Context: an optimization exercise on an open-source flow, tuned for small area, a short achievable clock period and few clock cycles. The choices shown serve that exercise and are no tape-out recipe. The RTL was checked by simulation tests, not by an equivalence proof against the original design.

// ite_cmac
module ite_cmac (
    input  wire         clk,
    input  wire         rst,
    output reg          ready,
    input  wire         key_load,
    input  wire [255:0] key,
    output reg          kcv_valid,
    output wire [23:0]  kcv,
    input  wire         msg_start,
    input  wire [15:0]  tenant,
    input  wire [15:0]  ns,
    input  wire [63:0]  lba,
    input  wire [31:0]  zgen,
    input  wire [31:0]  key_id,
    input  wire         blk_valid,
    output reg          blk_ready,
    input  wire [127:0] blk_data,
    output reg          tag_valid,
    output wire [127:0] tag
);
Size: about 6600 cells after synthesis.
clock: 10.0 ns
lec_check: 0
cap_margin: 5
cell_pad_in_sites_detail_placement: 0
cell_pad_in_sites_global_placement: 0
core_margin: 2
core_utilization: 50
cts_cluster_diameter: 60
cts_cluster_size: 20
place_density: 0.65
setup_slack_margin: 4.5
slew_margin: 5
synth_hierarchical: 1
standard.sh (not shown) runs the stock make flow with config.mk's settings and CLKGATE_MAP_FILE= SYNTH_SCRIPT=/design/flow/synth_recipe.tcl, a recipe that flattens the netlist after the stock synthesis.
==> flow/flow/run.sh <==
#!/bin/bash
set -o pipefail
export BUFFER_PORTS_ARGS="-buffer_cell sky130_fd_sc_hd__buf_1"
bash standard.sh finish > standard_flow.log 2>&1
status=$?
echo "standard.sh exit status $status"
exit $status
The starting point finished with timing, DRC and antenna clean.
Testbench counts at the start, summed over its fixed seeds: cycles 115,872.
Then changed:
- CAP_MARGIN: 5 -> 20
- CTS_CLUSTER_DIAMETER: 60 -> default
- CTS_CLUSTER_SIZE: 20 -> default
- SETUP_SLACK_MARGIN: 4.5 -> 4.7
- SLEW_MARGIN: 5 -> 20
What happened: Flip-flop and latch count does not change; cell area goes up by 2.7%; wire length increases by 2.2%; setup slack is better by 27 ps; global-route usage goes up by 0.37 points; first-iteration DRC count increases by 0.47%; sequential share of layout area falls by 0.60 points.
Then changed:
- SETUP_SLACK_MARGIN: 4.7 -> 4.5
After rerunning: Die area does not change. Synthesized cell count is unchanged. Wire length drops slightly. Area after synthesis stays the same. Global-route usage falls by 0.20 points. Core utilization drops by 1.9 points. Clock skew is about the same.
Then changed:
- GPL_TIMING_DRIVEN: default -> 1
=> Setup slack does not change; fmax does not change; cell area is unchanged; cell count does not change.
Then changed:
- CORE_UTILIZATION: 50 -> 40
- CTS_CLUSTER_DIAMETER: default -> 60
- CTS_CLUSTER_SIZE: default -> 20
- GPL_TIMING_DRIVEN: 1 -> default
- PLACE_DENSITY: 0.65 -> 0.55
Clock-buffer cell count fell by 18.
Routed wire length rose by a few percent.
Clock skew rose by 21 ps.


## run 1
ite_cmac again, from the RTL that the note above started with.
==> flow/design.v (excerpt) <==
module ite_cmac (
    input  wire         clk,
    input  wire         rst,
    output reg          ready,
    input  wire         key_load,
    input  wire [255:0] key,
    output reg          kcv_valid,
    output wire [23:0]  kcv,
    input  wire         msg_start,
    input  wire [15:0]  tenant,
    input  wire [15:0]  ns,
    input  wire [63:0]  lba,
    input  wire [31:0]  zgen,
    input  wire [31:0]  key_id,
    input  wire         blk_valid,
    output reg          blk_ready,
    input  wire [127:0] blk_data,
    output reg          tag_valid,
    output wire [127:0] tag
);
    localparam [1:0] K_L   = 2'd0,     
                     K_KCV = 2'd1,     
                     K_MSG = 2'd2;     
    reg          busy;         
    reg          waiting;      
    reg          kstart;       
    reg          kcap;         
    reg          k1start;      
    reg  [1:0]   kind;
    reg  [3:0]   rnd;          
    reg          last;         
    reg  [8:0]   blk;          
    reg  [127:0] state;        
    reg  [255:0] key_r;        
    reg  [255:0] kw;           
    reg  [127:0] k1;           
    reg  [31:0]  kid;          
  ...
Settings: LEC_CHECK=0, CAP_MARGIN=20, CELL_PAD_IN_SITES_DETAIL_PLACEMENT=0, CELL_PAD_IN_SITES_GLOBAL_PLACEMENT=0, CORE_MARGIN=2, CORE_UTILIZATION=50, PLACE_DENSITY=0.65, SETUP_SLACK_MARGIN=4.5, SLEW_MARGIN=20, SYNTH_HIERARCHICAL=1, TNS_END_PERCENT=10; clock period 10.0 ns.
Scripts as last shown in full above: flow/flow/run.sh
Run 1: all stages complete, timing, DRC and antenna checks passed
Testbench counts of run 1, summed over its fixed seeds: cycles 115,872.
Inputs modified between run 1 and run 2:
Settings: CTS_CLUSTER_SIZE: unset -> 20; PLACE_DENSITY: 0.65 -> 0.75; TNS_END_PERCENT: 10 -> unset; CTS_CLUSTER_DIAMETER: unset -> 60.
--- outcome ---
Row sum of buffers and inverters on the critical path: run 2 lower / run 1 higher. Relative to run 1, the number of cells on the critical path of run 2 is lower by 3. Delta(portion of the layout cell area used by non-clock buffers, run 2 - run 1) > 0. Fraction of the yosys area taken by sequential cells came out exactly the same in run 1 and run 2. Compared with run 1, ratio of routed vias to standard cells in run 2 increased slightly. Run 2 — clock latency reported for the late side of the worst-skew pair 0.03 ns higher, run 1 as reference. Any difference in global-route wire length before repair between run 1 and run 2 is small enough to ignore. Summary of run 2 over run 1: setup skew after layout climbed 0.018 ns; proportion of cell area spent on the clock network saw an increase.
Modified inputs, run 3 compared to run 2
Settings: PLACE_DENSITY: 0.75 -> 0.65.
==> comparison <==
- Of run 2 and run 3, run 2 shows the lower worst path buffer plus inverter count, with run 3 above it.
- Run 3 and run 2 ended up with roughly the same total non-filler cell area in the finished layout.
- Number of antenna cells inserted came out lower on run 3 than on run 2.
- Number of buffers outside the clock class in the layout, run 2 and run 3: larger value in run 3
- The post-route minimum period of run 3 was superior to that of run 2.
Relative to run 3, the following input files were edited for run 4:
Settings: a change of CTS_CLUSTER_SIZE from 20 to 30; a change of CTS_CLUSTER_DIAMETER from 60 to 80.
Results
The global-route wire length before repair number comes out higher for run 3 vs run 4.
Going from run 3 to run 4, post-CTS setup-driven buffer insertion count grows by 14%.

[afterwards: timing with drivers on the ports]
The results above use ideal ports. As a check the final layouts listed here were re-extracted and re-timed, cells and wires unchanged. Step 1 (the two cells are an assumption about what drives the block):
set clk [get_ports {clk}]
set_driving_cell -lib_cell sky130_fd_sc_hd__clkbuf_16 $clk
set_driving_cell -lib_cell sky130_fd_sc_hd__buf_2 [delete_from_list [all_inputs] $clk]
Step 2 adds t to the input delays and takes it off the output delays; t is the mean of the earliest and latest rising clock arrival at the registers after step 1. Input paths then give back, and output paths get back, about the clock's delay inside the block. Slacks: ideal ports / drivers / drivers and shift; pairs: ideal ports / drivers.
| run | shift t [ns] | setup WS [ns] | worst register clock-pin slew, ns | worst data-port slew with drivers (ns) | pins driven straight from the clock port |
|---|---|---|---|---|---|
| the first run of note 1 | 0.793 | 4.689 / 4.689 / 4.689 | 0.08 / 0.08 | 0.17 | 1 |
| the second run of note 1 | 0.814 | 4.716 / 4.716 / 4.716 | 0.07 / 0.07 | 0.19 | 1 |
| the third run of note 1 | 0.810 | 4.600 / 4.600 / 4.600 | 0.07 / 0.07 | 0.18 | 1 |
| the fourth run of note 1 | 0.810 | 4.600 / 4.600 / 4.600 | 0.07 / 0.07 | 0.18 | 1 |
| the fifth run of note 1 | 0.855 | 4.650 / 4.650 / 4.650 | 0.08 / 0.08 | 0.17 | 1 |
| run 1 | 0.795 | 4.486 / 4.486 / 4.486 | 0.07 / 0.07 | 0.20 | 1 |
| run 2 | 0.818 | 4.596 / 4.596 / 4.596 | 0.08 / 0.08 | 0.33 | 1 |
| run 3 | 0.792 | 4.666 / 4.666 / 4.666 | 0.09 / 0.09 | 0.18 | 1 |
| run 4 | 0.782 | 4.652 / 4.652 / 4.652 | 0.12 / 0.12 | 0.17 | 1 |
After both steps setup and hold are still met in every run listed.
